This is an optimization exercise on Yosys and OpenROAD, whose aim is small area, not a production implementation.
Only simulation tests tie the RTL to the original design; equivalence was not proved.
Power is estimated from default activity; no workload was simulated.

[flow/config.mk]
export PLATFORM = sky130hd
export DESIGN_NAME = almanac
export DESIGN_NICKNAME = almanac
export VERILOG_FILES = /design/flow/design.v
export SDC_FILE = /design/flow/constraint.sdc
export NUM_CORES = 4
export LEC_CHECK = 0
export CAP_MARGIN = 20
export CORE_MARGIN = 2
export CORE_UTILIZATION = 70
export PLACE_DENSITY = 0.85
export SLEW_MARGIN = 20
[flow/constraint.sdc]
create_clock -name core_clock -period 14.0 [get_ports {clk}]
set_input_delay 2.8000 -clock core_clock [delete_from_list [all_inputs] [get_ports {clk}]]
set_output_delay 2.8000 -clock core_clock [all_outputs]
set_load 0.01 [all_outputs]
[flow/design.v]
module almanac (
    input  wire        clk,
    input  wire        rst_n,        
    input  wire        xtal_edge,    
    input  wire        lock,         
    input  wire        bus_wr,
    input  wire        bus_rd,
    input  wire [4:0]  bus_addr,     
    input  wire [31:0] bus_wdata,
    output reg  [31:0] bus_rdata,
    output reg         bus_rvalid,
    output wire [47:0] count_o,
    output wire        wake
);
    reg [47:0] count;
    reg [15:0] shadow;
    reg        shadow_v;         
    reg [15:0] cnt_hi_pend;
    reg [15:0] cnt_commit_hi;    
    reg [31:0] cnt_commit_lo;
    reg        cnt_commit_v;     
    reg        cnt_hi_dirty;     
    reg        write_pending;
    reg [7:0]  epoch;
    reg        wrapped;
    reg        power_lost;
    reg        locked;
    reg [10:0] trim;             
    reg [10:0] trim_act;         
    reg [19:0] cyc;              
    reg [19:0] acc;              
    reg [1:0]  ctrl_en;
    reg [15:0] al0_hi_pend, al1_hi_pend;
    reg [15:0] al0_stage_hi, al1_stage_hi;
    reg [31:0] al0_stage_lo, al1_stage_lo;
    reg        al0_stage_en, al1_stage_en;
    reg        al0_stage_v, al1_stage_v;    
    reg        al0_hi_dirty, al1_hi_dirty;  
    reg        al0_pending, al1_pending;
    reg [47:0] al0_value, al1_value;
    reg        al0_value_v, al1_value_v;    
    reg        al0_en, al1_en;
    reg        al0_fired_r, al1_fired_r;
    reg [1:0]  al0_cause_r, al1_cause_r;
    reg        chk;              
    reg        chk_cc;           
    reg        chk_ac0, chk_ac1; 
    reg [31:0] backup [0:15];
    function automatic ge48(input [47:0] a, input [47:0] b);
        integer i;
        reg c;
        begin
            c = 1'b1;
            for (i = 0; i < 48; i = i + 1)
                c = (a[i] & ~b[i]) | ((a[i] | ~b[i]) & c);
            ge48 = c;
        end
    endfunction
    wire wr = bus_wr & ~lock;
    wire rd = bus_rd & ~lock;
    wire wr_count_lo = wr && bus_addr == 5'd0;
    wire wr_count_hi = wr && bus_addr == 5'd1;
    wire wr_trim     = wr && bus_addr == 5'd2;
    wire wr_control  = wr && bus_addr == 5'd3;
    wire wr_al_lo0   = wr && bus_addr == 5'd5;
    wire wr_al_hi0   = wr && bus_addr == 5'd6;
    wire wr_al_lo1   = wr && bus_addr == 5'd7;
    wire wr_al_hi1   = wr && bus_addr == 5'd8;
    wire [31:0] wdata_r = bus_wdata & {32{rst_n}};
    wire [15:0] wdata_z = bus_wdata[15:0] & {16{rst_n & ~lock}};
    wire [15:0] tw = bus_wdata[15:0];
    wire trim_ok = tw[15] ? (tw[14:10] == 5'h1f && tw[9:0] >= 10'd488)
                          : (tw[14:10] == 5'h00 && tw[9:0] <= 10'd536);
    genvar gi;
    wire        cyc_z19 = (cyc[18:0] == 19'd0);
    wire        c0      = cyc_z19 & ~cyc[19];
    wire [10:0] t_eff   = c0 ? trim : trim_act;
    wire        neg     = t_eff[10];
    wire [9:0]  t_x     = t_eff[9:0] ^ {10{neg}};
    wire [20:0] acc_sum;
    wire [20:0] ac;
    assign ac[0] = neg;
    generate
        for (gi = 0; gi < 20; gi = gi + 1) begin : g_acc
            if (gi < 10) begin : g_fa
                assign acc_sum[gi] = acc[gi] ^ t_x[gi] ^ ac[gi];
                assign ac[gi+1]    = (acc[gi] & t_x[gi]) | (ac[gi] & (acc[gi] ^ t_x[gi]));
            end else begin : g_ha
                assign acc_sum[gi] = acc[gi] ^ ac[gi];
                assign ac[gi+1]    = acc[gi] & ac[gi];
            end
        end
    endgenerate
    assign acc_sum[20] = ac[20];
    wire        marked  = acc_sum[20];
    wire [48:0] count_sum;
    wire        c1 = (count[0] & ~marked) | (marked & ~neg);
    assign count_sum[0] = count[0] ^ ~marked;
    wire [4:0]  ch_ones;         
    wire [5:0]  ch_pre;          
    wire [48:0] cc;
    assign ch_pre[0] = 1'b1;
    generate
        for (gi = 0; gi < 5; gi = gi + 1) begin : g_ch
            assign ch_ones[gi]  = &count[8*gi+8 : 8*gi+1];
            assign ch_pre[gi+1] = ch_pre[gi] & ch_ones[gi];
        end
        for (gi = 1; gi < 48; gi = gi + 1) begin : g_inc
            if ((gi - 1) % 8 == 0) begin : g_first
                assign cc[gi] = c1 & ch_pre[(gi - 1) / 8];
            end else begin : g_next
                assign cc[gi] = count[gi-1] & cc[gi-1];
            end
            assign count_sum[gi] = count[gi] ^ cc[gi];
        end
    endgenerate
    assign count_sum[48] = count[47] & cc[47];
    wire [19:0] cyc_inc = {cyc[18:0], cyc[19] ^ cyc[16] ^ cyc_z19};
    wire [7:0] epoch_inc;
    wire [8:0] ep_c;
    assign ep_c[0] = 1'b1;
    generate
        for (gi = 0; gi < 8; gi = gi + 1) begin : g_ep
            assign epoch_inc[gi] = epoch[gi] ^ ep_c[gi];
            assign ep_c[gi+1]    = epoch[gi] & ep_c[gi];
        end
    endgenerate
    wire        edge_commit = xtal_edge & write_pending;
    wire        al_commit0  = xtal_edge & al0_pending;
    wire        al_commit1  = xtal_edge & al1_pending;
    wire fire0 = chk & al0_en & ~al0_fired_r & ge48(count, al0_value);
    wire fire1 = chk & al1_en & ~al1_fired_r & ge48(count, al1_value);
    wire [1:0] ncause0 = chk_ac0 ? 2'b11 : chk_cc ? 2'b10 : 2'b01;
    wire [1:0] ncause1 = chk_ac1 ? 2'b11 : chk_cc ? 2'b10 : 2'b01;
    wire       al0_fired = al0_fired_r | fire0;
    wire       al1_fired = al1_fired_r | fire1;
    wire [1:0] al0_cause = fire0 ? ncause0 : al0_cause_r;
    wire [1:0] al1_cause = fire1 ? ncause1 : al1_cause_r;
    wire [31:0] status = {wrapped, power_lost, write_pending, locked,
                          12'd0, epoch,
                          al1_cause, al0_cause,
                          al1_fired, al0_fired, 2'b00};
    wire s_lo = ~bus_addr[4] & ~bus_addr[3];
    wire s0 = s_lo && bus_addr[2:0] == 3'd0;
    wire s1 = s_lo && bus_addr[2:0] == 3'd1 && shadow_v;
    wire s2 = s_lo && bus_addr[2:0] == 3'd2;
    wire s3 = s_lo && bus_addr[2:0] == 3'd3;
    wire s4 = s_lo && bus_addr[2:0] == 3'd4;
    wire s5 = s_lo && bus_addr[2:0] == 3'd5 && al0_value_v;
    wire s6 = s_lo && bus_addr[2:0] == 3'd6 && al0_value_v;
    wire s7 = s_lo && bus_addr[2:0] == 3'd7 && al1_value_v;
    wire s8 = ~bus_addr[4] & bus_addr[3] & bus_addr[2:0] == 3'd0 && al1_value_v;
    reg [31:0] rd_value;
    integer k;
    always @(*) begin
        rd_value = ({32{s0}} & count[31:0])
                 | ({32{s1}} & {16'd0, shadow})
                 | ({32{s2}} & {{5{trim[10]}}, trim})
                 | ({32{s3}} & {30'd0, ctrl_en})
                 | ({32{s4}} & status)
                 | ({32{s5}} & al0_value[31:0])
                 | ({32{s6}} & {16'd0, al0_value[47:32]})
                 | ({32{s7}} & al1_value[31:0])
                 | ({32{s8}} & {16'd0, al1_value[47:32]});
        for (k = 0; k < 16; k = k + 1)
            rd_value = rd_value | ({32{bus_addr == (5'd16 + k)}} & backup[k]);
    end
    always @(posedge clk) begin
        if (wr_count_lo) cnt_commit_lo <= bus_wdata;
        if (wr_count_lo & cnt_hi_dirty) cnt_commit_hi <= cnt_hi_pend;
        if (wr_al_lo0) begin
            al0_stage_lo <= bus_wdata;
            al0_stage_en <= ctrl_en[0];
        end
        if (wr_al_lo0 & al0_hi_dirty) al0_stage_hi <= al0_hi_pend;
        if (wr_al_lo1) begin
            al1_stage_lo <= bus_wdata;
            al1_stage_en <= ctrl_en[1];
        end
        if (wr_al_lo1 & al1_hi_dirty) al1_stage_hi <= al1_hi_pend;
        if (al_commit0) al0_value <= {al0_stage_hi, al0_stage_lo};
        if (al_commit1) al1_value <= {al1_stage_hi, al1_stage_lo};
        if (rd && bus_addr == 5'd0) shadow <= count[47:32];
        if (xtal_edge) trim_act <= t_eff;
        chk_cc  <= write_pending;
        chk_ac0 <= al0_pending;
        chk_ac1 <= al1_pending;
        bus_rdata <= rd_value;
    end
    genvar gk;
    generate
        for (gk = 0; gk < 16; gk = gk + 1) begin : g_bk
            wire we = ~rst_n | (wr & bus_addr == (5'd16 + gk));
            always @(posedge clk)
                if (we) backup[gk] <= wdata_r;
        end
    endgenerate
    always @(posedge clk) begin
        if (~rst_n | (wr_trim & trim_ok)) trim    <= wdata_r[10:0];
        if (~rst_n | wr_control)          ctrl_en <= wdata_r[1:0];
        if (~rst_n | lock | wr_count_hi) cnt_hi_pend <= wdata_z;
        if (~rst_n | lock | wr_al_hi0)   al0_hi_pend <= wdata_z;
        if (~rst_n | lock | wr_al_hi1)   al1_hi_pend <= wdata_z;
        if (~rst_n | xtal_edge)
            count <= {48{rst_n}} & (edge_commit ? {cnt_commit_hi, cnt_commit_lo}
                                                : count_sum[47:0]);
    end
    always @(posedge clk) begin
        if (!rst_n) begin
            shadow_v      <= 1'b0;
            cnt_hi_dirty  <= 1'b1;
            al0_hi_dirty  <= 1'b1;
            al1_hi_dirty  <= 1'b1;
            cnt_commit_v  <= 1'b0;
            write_pending <= 1'b0;
            epoch         <= 8'd0;
            wrapped       <= 1'b1;
            power_lost    <= 1'b1;
            locked        <= 1'b1;
            cyc           <= 20'd0;
            acc           <= 20'hfffff;
            al0_stage_v   <= 1'b0;
            al1_stage_v   <= 1'b0;
            al0_pending   <= 1'b0;
            al1_pending   <= 1'b0;
            al0_value_v   <= 1'b0;
            al1_value_v   <= 1'b0;
            al0_en        <= 1'b0;
            al1_en        <= 1'b0;
            al0_fired_r   <= 1'b0;
            al1_fired_r   <= 1'b0;
            al0_cause_r   <= 2'b00;
            al1_cause_r   <= 2'b00;
            chk           <= 1'b0;
            bus_rvalid    <= 1'b0;
        end else begin
            chk <= xtal_edge;
            if (xtal_edge) begin
                cyc <= cyc_inc;
                acc <= acc_sum[19:0];
                if (edge_commit) begin
                    epoch      <= epoch_inc;
                    wrapped    <= 1'b0;
                    power_lost <= 1'b0;
                end else if (count_sum[48]) begin
                    wrapped    <= 1'b1;
                end
            end
            if (al_commit0) begin
                al0_en      <= al0_stage_en;
                al0_value_v <= 1'b1;
            end
            if (al_commit1) begin
                al1_en      <= al1_stage_en;
                al1_value_v <= 1'b1;
            end
            al0_fired_r <= al0_fired & ~al_commit0;
            al1_fired_r <= al1_fired & ~al_commit1;
            al0_cause_r <= al_commit0 ? 2'b00 : al0_cause;
            al1_cause_r <= al_commit1 ? 2'b00 : al1_cause;
            write_pending <= wr_count_lo | (write_pending & ~xtal_edge);
            al0_pending   <= wr_al_lo0   | (al0_pending & ~xtal_edge);
            al1_pending   <= wr_al_lo1   | (al1_pending & ~xtal_edge);
            if (wr_count_lo) cnt_commit_v <= 1'b1;
            if (wr_al_lo0)   al0_stage_v  <= 1'b1;
            if (wr_al_lo1)   al1_stage_v  <= 1'b1;
            if (wr_count_hi) cnt_hi_dirty <= 1'b1;
            else if (lock & cnt_commit_v) cnt_hi_dirty <= 1'b0;
            if (wr_al_hi0) al0_hi_dirty <= 1'b1;
            else if (lock & al0_stage_v) al0_hi_dirty <= 1'b0;
            if (wr_al_hi1) al1_hi_dirty <= 1'b1;
            else if (lock & al1_stage_v) al1_hi_dirty <= 1'b0;
            if (lock) locked <= 1'b1;
            if (rd && bus_addr == 5'd0) shadow_v <= 1'b1;
            if (rd && bus_addr == 5'd4) locked <= 1'b0;
            bus_rvalid <= rd;
        end
    end
    assign count_o = count;
    assign wake    = al0_fired | al1_fired;
endmodule
[flow/flow/run.sh]
#!/bin/bash
# The standard layout (standard.sh) with these changes:
#  - ABC maps for area: a copy of ORFS's scripts folder whose abc_speed.script
#    is replaced by flow/abc_area.script (nothing else in the copy changes)
#  - port buffers start as the smallest buffer (repair_design resizes them)
#  - clock tree without dummy balancing loads, clkbuf_16 sink buffers
set -euo pipefail
cp -r "$FLOW_HOME/scripts" ./orfs_scripts
cp flow/abc_area.script ./orfs_scripts/abc_speed.script
export SCRIPTS_DIR="$PWD/orfs_scripts"
export BUFFER_PORTS_ARGS="-buffer_cell sky130_fd_sc_hd__buf_1"
export CTS_ARGS="-sink_clustering_enable -repair_clock_nets -dont_use_dummy_load -buf_list sky130_fd_sc_hd__clkbuf_16 -sink_clustering_size 30 -sink_clustering_max_diameter 70"
bash standard.sh > standard_flow.log 2>&1
[flow/flow/abc_area.script]
strash
dch -f
map -a
strash
dch -f
map -a
strash
dch -f
map -a
topo
stime -c
dnsize -c
[flow/standard.sh]
#!/bin/bash
# synth_recipe.tcl (not shown) runs the flow's synth.tcl, then flattens the netlist and writes it again
# the make line also repeats each setting of config.mk as NAME=value (left out here)
make -C /OpenROAD-flow-scripts/flow DESIGN_CONFIG=/design/flow/config.mk WORK_HOME=/design/flow/orfs CLKGATE_MAP_FILE= SYNTH_SCRIPT=/design/flow/synth_recipe.tcl "${@:-finish}"
==> results.txt, run 1 <==
Least-Margin Pin Slew 1.211 ns; Crit path required time roughly 14 ns; H-tree depth 2; number of vias after detailed routing 24370; most frequent standard cell in the layout excluding fill and tap cells edfxtp_1; clock network power share between 20% and 30%; input/output buffers 124; Post CTS Setup Buffer Count 0; via count normalized by instance count ~7.3; count of cells resized by post-cts repair 0; Setup Viol. Count Final 0; upper clock frequency limit 0.08612 GHz; routed wire length 108.3 mm; detailed placer's ending HPWL 66.78 mm; Startpoint Class register; Congestion Overflow GR 0; crit-path leading delay family adder cells; placed instance area about 0.04 mm^2; crit end category register; layout cells sized above 1 5.725%; pin count of the biggest net entering global routing 66; Chip Height 234.3 um; cell-internal power between 4000 and 5000 uW; syn_area_per_cell between 15 and 20 um^2; final weighted congestion in routability-driven placement about 1.0; switching share of power 23.36%; Clock Tree Buf Depth 3; DRC marker count from the first detailed-route iteration 4426; Layout Skew approximately 0.055 ns; CTS root buffer clkbuf_16; class of the most critical hold timing path reg2reg; RSZ-0062 raised after global routing no; arrival time of data at the critical path endpoint 11.94 ns; portion of the clock cycle consumed by the worst path in the final layout 82.94%; CP dominant cell by count ha_1; clock input transition at the sequential cells of the worst setup and hold paths 0.11 ns; Yosys Warn Count 2; routed length per placed instance 32.37 um; final total negative setup slack 0 ns; Max stage delay cell, worst path nor2_1; Pre-Repair DR Iteration Count 6; share of synthesized area occupied by flip-flops and latches 77.82%; Inserted Clock Buffers 43; I/O pin count 125; wire length of the first global-routing pass roughly 150 mm; final-stage net count between 2000 and 3000; switching power approximately 1300 uW; horizontal extent of the die 234.3 um; area of the core 0.05245 mm^2; number of different library cells in the post-synthesis netlist 40; startpoint-to-endpoint class of the critical path reg2reg; Post-route DRC 0; all-layer global routing usage 40.00%; max-slew violation total from the final report 0; relative slew slack roughly a fifth; crit-path max cell delay 0.76 ns; count of flip-flops with a built-in enable after synthesis roughly 900; initial core utilization 70.78%; hold-fix buffer count after cts 0; Peak supply drop roughly 0.12 mV; Maximum Capacitance Violations 0; Final ANT Viol Nets 0; worst-skew pair later-pin latency 0.64 ns; number of clock sinks 998; commonest cells after routing, fill and taps aside edfxtp_1, nand2_1, a22oi_1; Critical path buffers and inverters 4; Post-Syn Nets approximately 2500; final hold viol count 0; cell area after synthesis between 0.03 and 0.04 mm^2; initial antenna violation count 4; Die Outline Area 0.05489 mm^2; power share of the combinational group a little over 9%; result of the run complete, no violations; Power Dens Cells 135.3 mW/mm^2; clock tree from TritonCTS built; number of instances in the synthesized netlist between 2000 and 2500; shortest clock period the worst path allows after layout 11.61 ns; Max Fanout on Critical Path 17; number of synthesized register bits 998; vias in the first global route 23790; part of the total power dissipated in sequential elements about two thirds; Primary FF master, synth edfxtp_1; reported leakage power 0.01325 uW; share of async-settable or async-resettable flops after synthesis 0%; cell area after layout roughly 0.040 mm^2; site row count 84; P&R area growth vs syn 8.254%
[power by group through the flow]
stage | Sequential [uW] | Clock [uW] | Combinational (uW)
after floorplan | 3600 | 0 | 274
after global placement | 3600 | 0 | 448
after detailed placement | 3620 | 0 | 477
after CTS | 3550 | 1380 | 482
after global routing | 3570 | 1480 | 535
final | 3550 | 1390 | 494
[metrics by stage]
stage                     hold slack [ns]  cells  util (%)  total power, uW  setup slack, ns
after floorplan                    0.3380   2432         -             3873            4.422
after global placement             0.3407   3300     74.52             4050            3.052
after detailed placement           0.3447   3300     74.52             4094            2.612
after CTS                          0.3250   3343     76.57             5411            2.573
after global routing               0.3410   3343     76.61             5581            1.753
final                              0.3286   3346     76.63             5438            2.388
[worst register-to-register path: cells and delay by family, from the launching register on]
family / cells / cell delay [ns]
flops: 1 / 0.30
xor+xnor: 1 / 0.28
simple gates: 13 / 3.60
compound gates: 2 / 0.27
fa+ha+maj: 26 / 6.23
buf+inv: 4 / 0.65
[cells in the mapped netlist, drive strengths merged (3+ instances only)]
library cell	number	share of area, %
a22oi	209	4.2
o221ai	6	0.14
a2111oi	10	0.24
a32o	8	0.22
o2111ai	14	0.33
edfxtp	890	72
and3	3	0.051
o22a	11	0.26
nand2	299	3.0
a31oi	5	0.084
a211oi	6	0.12
a22o	8	0.19
a21oi	99	1.3
a221oi	61	1.4
nand3	44	0.59
o22ai	74	1.2
fa	9	0.49
o21ai	68	0.92
xnor2	14	0.33
clkinv	201	2.0
nor3	14	0.19
nor4	8	0.13
nor2	135	1.4
dfxtp	108	5.8
nand4	53	0.89
o211ai	3	0.061
ha	58	2.0
[final cells by class]
cell class / count / area (um^2)
diodes: 3 / 7.507
clock buffers: 43 / 1076
fillers: 2923 / 12260
inverters: 201 / 757.0
multi-input cells: 1233 / 7711
flip-flops and latches: 998 / 28890
well taps: 688 / 860.8
repair buffers: 180 / 887.1
[routing by layer]
| metal | wire length [um] | share of wire [%] | vias up | track usage (%) |
|---|---|---|---|---|
| met3 | 17140 | 16 | 528 | 11.77 |
| li1 | - | - | 9878 | - |
| met2 | 49210 | 45 | 2375 | 60.81 |
| met5 | 58 | 0.054 | - | 0 |
| met1 | 34210 | 32 | 11590 | 51.71 |
| met4 | 7690 | 7.1 | 8 | 24.10 |
[sequential cells by signal, summed over array words and instances (netlist names), 8 cells and up]
signal         cells
cnt_commit_lo     32
al0_hi_pend       16
bus_rdata         32
al1_hi_pend       16
count             48
al0_stage_lo      32
al1_stage_hi      16
cyc               20
trim_act          11
trim              11
cnt_commit_hi     16
al0_value         48
cnt_hi_pend       16
backup           512
shadow            16
al1_value         48
al1_stage_lo      32
acc               20
epoch              8
al0_stage_hi      16
[logic make-up after synthesis]
kind of cell	share of synthesized area (%)
and+or+nand+nor	6.326
DFF	77.82
buffers and inverters	2.032
AOI/OAI and AO/OA	11.00
adders and majority gates	2.467
xor gates and xnor gates	0.3539
[final timing paths]
kind,startpoint,end,slack [ns],cells after the start
setup / recovery,cyc[10],count[47],2.39,46
hold / removal,al0_pending,chk_ac0,0.33,0
setup reg to reg,cyc[10],count[47],2.39,46
hold reg to reg,al0_pending,chk_ac0,0.33,0
==> run 2: changes to the inputs <==
--- a/flow/design.v
+++ b/flow/design.v
@@ -47,5 +47,5 @@
     reg        chk_ac0, chk_ac1; 
     reg [31:0] backup [0:15];
-    function automatic ge48(input [47:0] a, input [47:0] b);
+    function automatic ge48n(input [47:0] a, input [47:0] bn);
         integer i;
         reg c;
@@ -53,6 +53,6 @@
             c = 1'b1;
             for (i = 0; i < 48; i = i + 1)
-                c = (a[i] & ~b[i]) | ((a[i] | ~b[i]) & c);
-            ge48 = c;
+                c = (a[i] & bn[i]) | ((a[i] | bn[i]) & c);
+            ge48n = c;
         end
     endfunction
@@ -129,6 +129,6 @@
     wire        al_commit0  = xtal_edge & al0_pending;
     wire        al_commit1  = xtal_edge & al1_pending;
-    wire fire0 = chk & al0_en & ~al0_fired_r & ge48(count, al0_value);
-    wire fire1 = chk & al1_en & ~al1_fired_r & ge48(count, al1_value);
+    wire fire0 = chk & al0_en & ~al0_fired_r & ge48n(count, al0_value);
+    wire fire1 = chk & al1_en & ~al1_fired_r & ge48n(count, al1_value);
     wire [1:0] ncause0 = chk_ac0 ? 2'b11 : chk_cc ? 2'b10 : 2'b01;
     wire [1:0] ncause1 = chk_ac1 ? 2'b11 : chk_cc ? 2'b10 : 2'b01;
@@ -159,8 +159,8 @@
                  | ({32{s3}} & {30'd0, ctrl_en})
                  | ({32{s4}} & status)
-                 | ({32{s5}} & al0_value[31:0])
-                 | ({32{s6}} & {16'd0, al0_value[47:32]})
-                 | ({32{s7}} & al1_value[31:0])
-                 | ({32{s8}} & {16'd0, al1_value[47:32]});
+                 | ({32{s5}} & ~al0_value[31:0])
+                 | ({32{s6}} & {16'd0, ~al0_value[47:32]})
+                 | ({32{s7}} & ~al1_value[31:0])
+                 | ({32{s8}} & {16'd0, ~al1_value[47:32]});
         for (k = 0; k < 16; k = k + 1)
             rd_value = rd_value | ({32{bus_addr == (5'd16 + k)}} & backup[k]);
@@ -170,10 +170,10 @@
         if (wr_count_lo & cnt_hi_dirty) cnt_commit_hi <= cnt_hi_pend;
         if (wr_al_lo0) begin
-            al0_stage_lo <= bus_wdata;
+            al0_stage_lo <= ~bus_wdata;
             al0_stage_en <= ctrl_en[0];
         end
         if (wr_al_lo0 & al0_hi_dirty) al0_stage_hi <= al0_hi_pend;
         if (wr_al_lo1) begin
-            al1_stage_lo <= bus_wdata;
+            al1_stage_lo <= ~bus_wdata;
             al1_stage_en <= ctrl_en[1];
         end
@@ -200,6 +200,6 @@
         if (~rst_n | wr_control)          ctrl_en <= wdata_r[1:0];
         if (~rst_n | lock | wr_count_hi) cnt_hi_pend <= wdata_z;
-        if (~rst_n | lock | wr_al_hi0)   al0_hi_pend <= wdata_z;
-        if (~rst_n | lock | wr_al_hi1)   al1_hi_pend <= wdata_z;
+        if (~rst_n | lock | wr_al_hi0)   al0_hi_pend <= ~wdata_z;
+        if (~rst_n | lock | wr_al_hi1)   al1_hi_pend <= ~wdata_z;
         if (~rst_n | xtal_edge)
             count <= {48{rst_n}} & (edge_commit ? {cnt_commit_hi, cnt_commit_lo}
==> run 2 against run 1 <==
- clock skew rose by 0.0022 ns
- still clean on timing, DRC and antenna
- global-route usage fell by 1.3 points
- worst setup slack improved by 0.19 ns
==> results.txt, run 2 <==
worst-skew pair later-pin latency 0.64 ns (about the same); share of async-settable or async-resettable flops after synthesis 0% (unchanged); final hold viol count 0 (unchanged); result of the run complete, no violations (unchanged); Max Fanout on Critical Path 16 (was 17); depth of the critical timing path with buffers and inverters included 43 (was 46); Layout Skew 0.05758 ns (was 0.05539 ns); Crit path required time 14.33 ns (about the same); final weighted congestion in routability-driven placement 0.9238 (was 1.009); Chip Height 233.8 um (was 234.3 um); arrival time of data at the critical path endpoint 11.75 ns (was 11.94 ns); input/output buffers 124 (unchanged); wire length of the first global-routing pass 149.8 mm (was 153.5 mm); Yosys Warn Count 2 (unchanged); minimum setup slack in the final design 2.579 ns (was 2.388 ns); Die Outline Area 0.05466 mm^2 (was 0.05489 mm^2); final total negative setup slack 0 ns (unchanged); startpoint-to-endpoint class of the critical path reg2reg (unchanged); portion of the clock cycle consumed by the worst path in the final layout 81.58% (was 82.94%); Power Dens Cells 136.2 mW/mm^2 (was 135.3 mW/mm^2); Synth area leaders edfxtp_1, dfxtp_1, a22oi_1, nand2_1, ha_1 (was edfxtp_1, dfxtp_1, a22oi_1, nand2_1, clkinv_1); number of different library cells in the post-synthesis netlist 37 (was 40); crit-path leading delay family adder cells (unchanged); pin count of the biggest net entering global routing 63 (was 66); Post-Syn Nets 2495 (was 2542); number of flip-flops under the largest register name 512 (unchanged); RSZ-0062 raised after global routing no (unchanged); DRC marker count from the first detailed-route iteration 4306 (was 4426); Final ANT Viol Nets 0 (unchanged); number of instances in the synthesized netlist 2385 (was 2432); clock input transition at the sequential cells of the worst setup and hold paths 0.11 ns (about the same); Biggest register backup (unchanged); Hold Path Depth 0 (unchanged); final-stage net count 2724 (was 2767); Clock Tree Buf Depth 3 (unchanged); Setup Viol. Count Final 0 (unchanged); vias in the first global route 23420 (was 23790); cell depth of the worst flop-to-flop path 43 (was 46); crit-path max cell delay 0.73 ns (was 0.76 ns); count of flip-flops with a built-in enable after synthesis 890 (unchanged); clock tree from TritonCTS built (unchanged); area of the core 0.05234 mm^2 (was 0.05245 mm^2); layout cells sized above 1 5.934% (was 5.725%); relative slew slack 17.58% (was 18.94%); Maximum Capacitance Violations 0 (unchanged); Inserted Clock Buffers 44 (was 43); crit end category register (unchanged); multi-input combinational cell area 0.007690 mm^2 (was 0.007711 mm^2); reported leakage power 0.01314 uW (was 0.01325 uW); initial core utilization 70.62% (was 70.78%); I/O pin count 125 (unchanged); FF/Latch Area 0.02889 mm^2 (unchanged); via count normalized by instance count 7.284 (was 7.285); Fill cells 2874 (was 2923); CTS root buffer clkbuf_16 (unchanged); routed wire length 104.3 mm (was 108.3 mm); most frequent cell after synthesis edfxtp_1 (unchanged); Synth top area share 72.30% (was 71.99%); class of the most critical hold timing path reg2reg (unchanged); worst slack after detailed placement 2.609 ns (was 2.612 ns); smallest hold slack 0.3654 ns (was 0.3286 ns); routed length per placed instance 31.59 um (was 32.37 um); Startpoint Class register (unchanged); top cell types by occurrence after synthesis edfxtp_1, nand2_1, a22oi_1, clkinv_1, nor2_1 (unchanged); commonest cells after routing, fill and taps aside edfxtp_1, nand2_1, a22oi_1 (unchanged); most frequent standard cell in the layout excluding fill and tap cells edfxtp_1 (unchanged); Peak supply drop 0.1047 mV (was 0.1189 mV); initial antenna violation count 1 (was 4); cell area after synthesis 0.03696 mm^2 (was 0.03712 mm^2); horizontal extent of the die 233.8 um (was 234.3 um); all-layer global routing usage 38.68% (was 40.00%); number of vias after detailed routing 24050 (was 24370); cell type with the largest total area after synthesis edfxtp_1 (unchanged); Primary FF master, synth edfxtp_1 (unchanged); Post CTS Setup Buffer Count 0 (unchanged); hold-fix buffer count after cts 0 (unchanged); detailed placer's ending HPWL 63.63 mm (was 66.78 mm); number of synthesized register bits 998 (unchanged); Max stage delay cell, worst path nor2_1 (unchanged); site row count 84 (unchanged); share of synthesized area occupied by flip-flops and latches 78.15% (was 77.82%); P&R area growth vs syn 8.371% (was 8.254%); Least-Margin Pin Slew 1.227 ns (was 1.211 ns); number of clock sinks 998 (unchanged); Congestion Overflow GR 0 (unchanged); Post-route DRC 0 (unchanged); count of cells resized by post-cts repair 0 (unchanged); max-slew violation total from the final report 0 (unchanged); shortest clock period the worst path allows after layout 11.42 ns (was 11.61 ns); CP dominant cell by count ha_1 (unchanged); Critical path buffers and inverters 3 (was 4); upper clock frequency limit 0.08756 GHz (was 0.08612 GHz); Pre-Repair DR Iteration Count 6 (unchanged); syn_area_per_cell 15.50 um^2 (was 15.26 um^2); H-tree depth 2 (unchanged)
-- run 2: cell types whose count changed after synthesis, moves of 12 or more --
cell | previous run | this run
a22o_1 | 7 | 24
a22oi_1 | 209 | 176
clkinv_1 | 201 | 161
nand2_1 | 299 | 271
nand3_1 | 44 | 32
nor2_1 | 135 | 161
-- run 2: layout make-up --
| type | count | area share, % |
|---|---|---|
| multi-input cells | 1226 | 19.20 |
| flip-flops and latches | 998 | 72.11 |
| well taps | 688 | 2.149 |
| clock buffers | 44 | 2.749 |
| diodes | 1 | 0.006247 |
| inverters | 161 | 1.515 |
| repair buffers | 183 | 2.271 |
-- run 2: final timing paths --
| path | start | endpoint | slack, ns |
|---|---|---|---|
| setup / recovery | cyc[4] | count[47] | 2.58 |
| hold / removal | al0_pending | chk_ac0 | 0.37 |
| setup reg to reg | cyc[4] | count[47] | 2.58 |
| hold reg to reg | al0_pending | chk_ac0 | 0.37 |
-- run 2: worst register-to-register path, delay by kind of cell (launching register included) --
kind | cells | cell delay, ns
XOR/XNOR | 1 | 0.35
adder cells (fa/ha/maj) | 26 | 6.21
flip-flops | 1 | 0.33
AO/OA/AOI/OAI | 2 | 0.36
buffers and inverters | 3 | 0.61
AND/OR/NAND/NOR | 11 | 3.25
-- run 2: metal layers --
metal | up-vias | track usage [%] | share of wire, %
li1 | 9782 | - | -
met1 | 11380 | 50.43 | 31
met2 | 2355 | 60.68 | 46
met3 | 526 | 9.752 | 16
met4 | 0 | 21.20 | 7.2
met5 | - | 0 | 0
-- run 2: cells by family after synthesis --
group / Yosys count / share of synthesized area [%]
compound gates: 604 / 11.32
xor+xnor: 15 / 0.3554
fa+ha+maj: 68 / 2.478
buf+inv: 161 / 1.635
flops: 998 / 78.15
simple gates: 539 / 6.059
-- run 2: through the flow --
step                instance area [um^2]  total power, uW  instances  util, %
floorplan                          36960             3882       2385        -
global placement                   38930             4054       3256    74.38
detailed placement                 38940             4098       3256    74.39
CTS                                40040             5433       3300    76.50
global route                       40060             5595       3300    76.53
finish                             40060             5456       3301    76.53
-- run 2: power breakdown --
group / internal [uW] / switching, uW
combinational: 158 / 321
sequential: 3460 / 110
clock: 565 / 839
==> run 3: changes to the inputs <==
--- a/flow/flow/run.sh
+++ b/flow/flow/run.sh
@@ -10,4 +10,4 @@
 export SCRIPTS_DIR="$PWD/orfs_scripts"
 export BUFFER_PORTS_ARGS="-buffer_cell sky130_fd_sc_hd__buf_1"
-export CTS_ARGS="-sink_clustering_enable -repair_clock_nets -dont_use_dummy_load -buf_list sky130_fd_sc_hd__clkbuf_16 -sink_clustering_size 30 -sink_clustering_max_diameter 70"
+export CTS_ARGS="-sink_clustering_enable -repair_clock_nets -dont_use_dummy_load -buf_list sky130_fd_sc_hd__clkbuf_16 -sink_clustering_size 32 -sink_clustering_max_diameter 80"
 bash standard.sh > standard_flow.log 2>&1
--- a/flow/config.mk
+++ b/flow/config.mk
@@ -8,5 +8,5 @@
 export CAP_MARGIN = 20
 export CORE_MARGIN = 2
-export CORE_UTILIZATION = 70
-export PLACE_DENSITY = 0.85
+export CORE_UTILIZATION = 60
+export PLACE_DENSITY = 0.75
 export SLEW_MARGIN = 20
==> run 3 against run 2 <==
- largest power group unchanged
- clock skew increased by 0.0028 ns
- wire length is 0.23% lower
- non-clock buffer count grew 1
- sequential power barely moved
- synthesized cell count stayed put
- clock power hardly changed
- first-iteration DRC count shrank 23%
- highest routed layer is now met5
- still clean on timing, DRC and antenna
- combinational power hardly changed
- critical path depth unchanged
- synthesized area is the same
- core utilization down 10 points
==> results.txt, run 3 <==
result of the run complete, no violations (unchanged); Core Util, Final 66.33% (was 76.53%); share of synthesized area occupied by flip-flops and latches 78.15% (unchanged); worst-skew pair later-pin latency 0.64 ns (about the same); Clock Tree Buf Depth 3 (unchanged); final weighted congestion in routability-driven placement 0.9269 (was 0.9238); upper clock frequency limit 0.08617 GHz (was 0.08756 GHz); Synth area leaders edfxtp_1, dfxtp_1, a22oi_1, nand2_1, ha_1 (unchanged); final hold viol count 0 (unchanged); wire length of the first global-routing pass 150.4 mm (was 149.8 mm); Post-Syn Nets 2495 (unchanged); site row count 90 (was 84); Yosys Warn Count 2 (unchanged); portion of the clock cycle consumed by the worst path in the final layout 82.89% (was 81.58%); Primary FF master, synth edfxtp_1 (unchanged); Post-Synth XOR/XNOR Area 0.3554% (unchanged); P&R area growth vs syn 8.706% (was 8.371%); reported leakage power 0.01313 uW (was 0.01314 uW); shortest clock period the worst path allows after layout 11.60 ns (was 11.42 ns); number of instances in the synthesized netlist 2385 (unchanged); detailed placer's ending HPWL 63.39 mm (was 63.63 mm); worst slack after detailed placement 2.310 ns (was 2.609 ns); Power Dens Cells 134.8 mW/mm^2 (was 136.2 mW/mm^2); number of flip-flops under the largest register name 512 (unchanged); Critical path buffers and inverters 3 (unchanged); Least-Margin Pin Slew 1.165 ns (was 1.227 ns); Setup Viol. Count Final 0 (unchanged); vias in the first global route 22710 (was 23420); hold-fix buffer count after cts 0 (unchanged); clock input transition at the sequential cells of the worst setup and hold paths 0.11 ns (about the same); Die Outline Area 0.06361 mm^2 (was 0.05466 mm^2); minimum setup slack in the final design 2.396 ns (was 2.579 ns); most frequent cell after synthesis edfxtp_1 (unchanged); Startpoint Class register (unchanged); share of synthesized cell area in full adder, half adder and majority cells 2.478% (unchanged); commonest cells after routing, fill and taps aside edfxtp_1, nand2_1, a22oi_1 (unchanged); number of vias after detailed routing 23310 (was 24050); H-tree depth 2 (unchanged); top cell types by occurrence after synthesis edfxtp_1, nand2_1, a22oi_1, clkinv_1, nor2_1 (unchanged); relative slew slack 22.03% (was 17.58%); initial core utilization 61.01% (was 70.62%); clock tree from TritonCTS built (unchanged); CTS root buffer clkbuf_16 (unchanged); arrival time of data at the critical path endpoint 11.95 ns (was 11.75 ns); cell area after synthesis 0.03696 mm^2 (unchanged); DRC marker count from the first detailed-route iteration 3296 (was 4306); routed length per placed instance 30.66 um (was 31.59 um); input/output buffers 124 (unchanged); CP dominant cell by count ha_1 (unchanged); syn_area_per_cell 15.50 um^2 (unchanged); post-synthesis share of cell area spent on and, or, nand and nor gates 6.059% (unchanged); pin count of the biggest net entering global routing 52 (was 63); number of synthesized register bits 998 (unchanged); cell type with the largest total area after synthesis edfxtp_1 (unchanged); crit-path max cell delay 0.69 ns (was 0.73 ns); via count normalized by instance count 6.869 (was 7.284); horizontal extent of the die 252.2 um (was 233.8 um); RSZ-0062 raised after global routing no (unchanged); Layout Skew 0.06043 ns (was 0.05758 ns); number of clock sinks 998 (unchanged); initial antenna violation count 5 (was 1); final-stage net count 2722 (was 2724); max-slew violation total from the final report 0 (unchanged); startpoint-to-endpoint class of the critical path reg2reg (unchanged); synthesized-area fraction occupied by ao, oa, aoi and oai cells 11.32% (unchanged); smallest hold slack 0.3700 ns (was 0.3654 ns); Max Fanout on Critical Path 16 (unchanged); most frequent standard cell in the layout excluding fill and tap cells edfxtp_1 (unchanged); all-layer global routing usage 33.00% (was 38.68%); Synth top area share 72.30% (unchanged); number of different library cells in the post-synthesis netlist 37 (unchanged); Chip Height 252.2 um (was 233.8 um); Final ANT Viol Nets 0 (unchanged); crit end category register (unchanged); crit-path leading delay family adder cells (unchanged); Post CTS Setup Buffer Count 0 (unchanged); final total negative setup slack 0 ns (unchanged); share of async-settable or async-resettable flops after synthesis 0% (unchanged); count of cells resized by post-cts repair 0 (unchanged); Biggest register backup (unchanged); layout cells sized above 1 5.939% (was 5.934%); Fill cells 4161 (was 2874); count of flip-flops with a built-in enable after synthesis 890 (unchanged); routed wire length 104.0 mm (was 104.3 mm); I/O pin count 125 (unchanged); Crit path required time 14.34 ns (was 14.33 ns); Pre-Repair DR Iteration Count 6 (unchanged); Congestion Overflow GR 0 (unchanged); mux share of post-synthesis cell area 0% (unchanged); Maximum Capacitance Violations 0 (unchanged); Peak supply drop 0.1154 mV (was 0.1047 mV); area of the core 0.06058 mm^2 (was 0.05234 mm^2); Max stage delay cell, worst path nor2_1 (unchanged); Inserted Clock Buffers 41 (was 44); dominant combinational cell family by area after synthesis compound AO/OA/AOI/OAI gates (unchanged); Post-route DRC 0 (unchanged); class of the most critical hold timing path reg2reg (unchanged)
## run 3: cell count changes in the layout (fill, tap and decap cells not counted), sizes merged
cell,before,now
clkbuf,45,42
buf,182,183
## run 3: final cells by class
type	count	area (um^2)	share of cell area [%]
Antenna cell	1	2.502	0.006228
Clock buffer	41	1026	2.553
Inverter	161	606.8	1.510
Multi-Input combinational cell	1226	7751	19.29
Sequential cell	998	28890	71.89
Tap cell	782	978.4	2.435
Timing Repair Buffer	184	929.6	2.314
## run 3: worst paths after layout
| check | end | slack, ns | cells past startpoint | from |
|---|---|---|---|---|
| hold reg to reg | chk_ac1 | 0.37 | 0 | al1_pending |
| setup / recovery | count[47] | 2.40 | 43 | cyc[5] |
| setup reg to reg | count[47] | 2.40 | 43 | cyc[5] |
| hold / removal | chk_ac1 | 0.37 | 0 | al1_pending |
## run 3: power breakdown
| part | internal [uW] | switching [uW] | leakage (uW) |
|---|---|---|---|
| Sequential | 3460 | 102 | 0.00938 |
| Combinational | 159 | 321 | 0.00324 |
| Clock | 530 | 842 | 0.000505 |
| Total | 4150 | 1260 | 0.0131 |
## run 3: kinds of logic after synthesis
| family | after synthesis |
|---|---|
| AOI/OAI and AO/OA | 604 |
| xor gates and xnor gates | 15 |
| DFF | 998 |
| adders and majority gates | 68 |
| buffers and inverters | 161 |
| and+or+nand+nor | 539 |
## run 3: metrics by stage
| step | std cells | total power (uW) | cell area, um^2 |
|---|---|---|---|
| after floorplan | 2385 | 3882 | 36960 |
| after global placement | 3349 | 4064 | 39110 |
| after detailed placement | 3350 | 4101 | 39130 |
| after CTS | 3391 | 5406 | 40160 |
| after global routing | 3392 | 5560 | 40180 |
| final | 3393 | 5415 | 40180 |
## run 3: per-layer routing
metal | vias up | track usage [%] | share of wire, %
met5 | - | 0 | 0.041
met4 | 6 | 13.93 | 4.6
met3 | 272 | 6.437 | 13
met2 | 1803 | 52.78 | 47
met1 | 11450 | 44.92 | 36
li1 | 9776 | - | -
## run 3: worst reg2reg max path, delay by kind of cell, from the launching register on
family / cells / cell delay [ns]
adder cells (fa/ha/maj): 26 / 6.26
AND/OR/NAND/NOR: 11 / 3.51
buffers and inverters: 3 / 0.56
AO/OA/AOI/OAI: 2 / 0.37
flip-flops: 1 / 0.33
XOR/XNOR: 1 / 0.32

[separate check: timing with driven ports]
No port has a modelled driver above. Below, the same layouts with a new extraction and two added sets of constraints.
Step 1: set_driving_cell puts a clkbuf_16 on clk and a buf_2 on each other input, an assumption about the parent block.
Step 2 also shifts input and output timing later by t, the mid clock arrival at the registers, as if the neighbouring blocks saw the same clock.
Three values: ideal, step 1, step 2; two values: the first two.
| run | t, ns | setup WS [ns] | worst setup path at the end | clock arrival spread, ns | worst register clock-pin slew, ns |
|---|---|---|---|---|---|
| run 1 | 0.673 | 2.388 / 2.388 / 2.388 | register to register | 0.063 / 0.063 | 0.11 / 0.11 |
| run 2 | 0.673 | 2.579 / 2.579 / 2.579 | register to register | 0.063 / 0.063 | 0.11 / 0.11 |
| run 3 | 0.671 | 2.396 / 2.396 / 2.396 | register to register | 0.063 / 0.063 | 0.12 / 0.12 |
After both steps setup and hold are still met in every run listed.
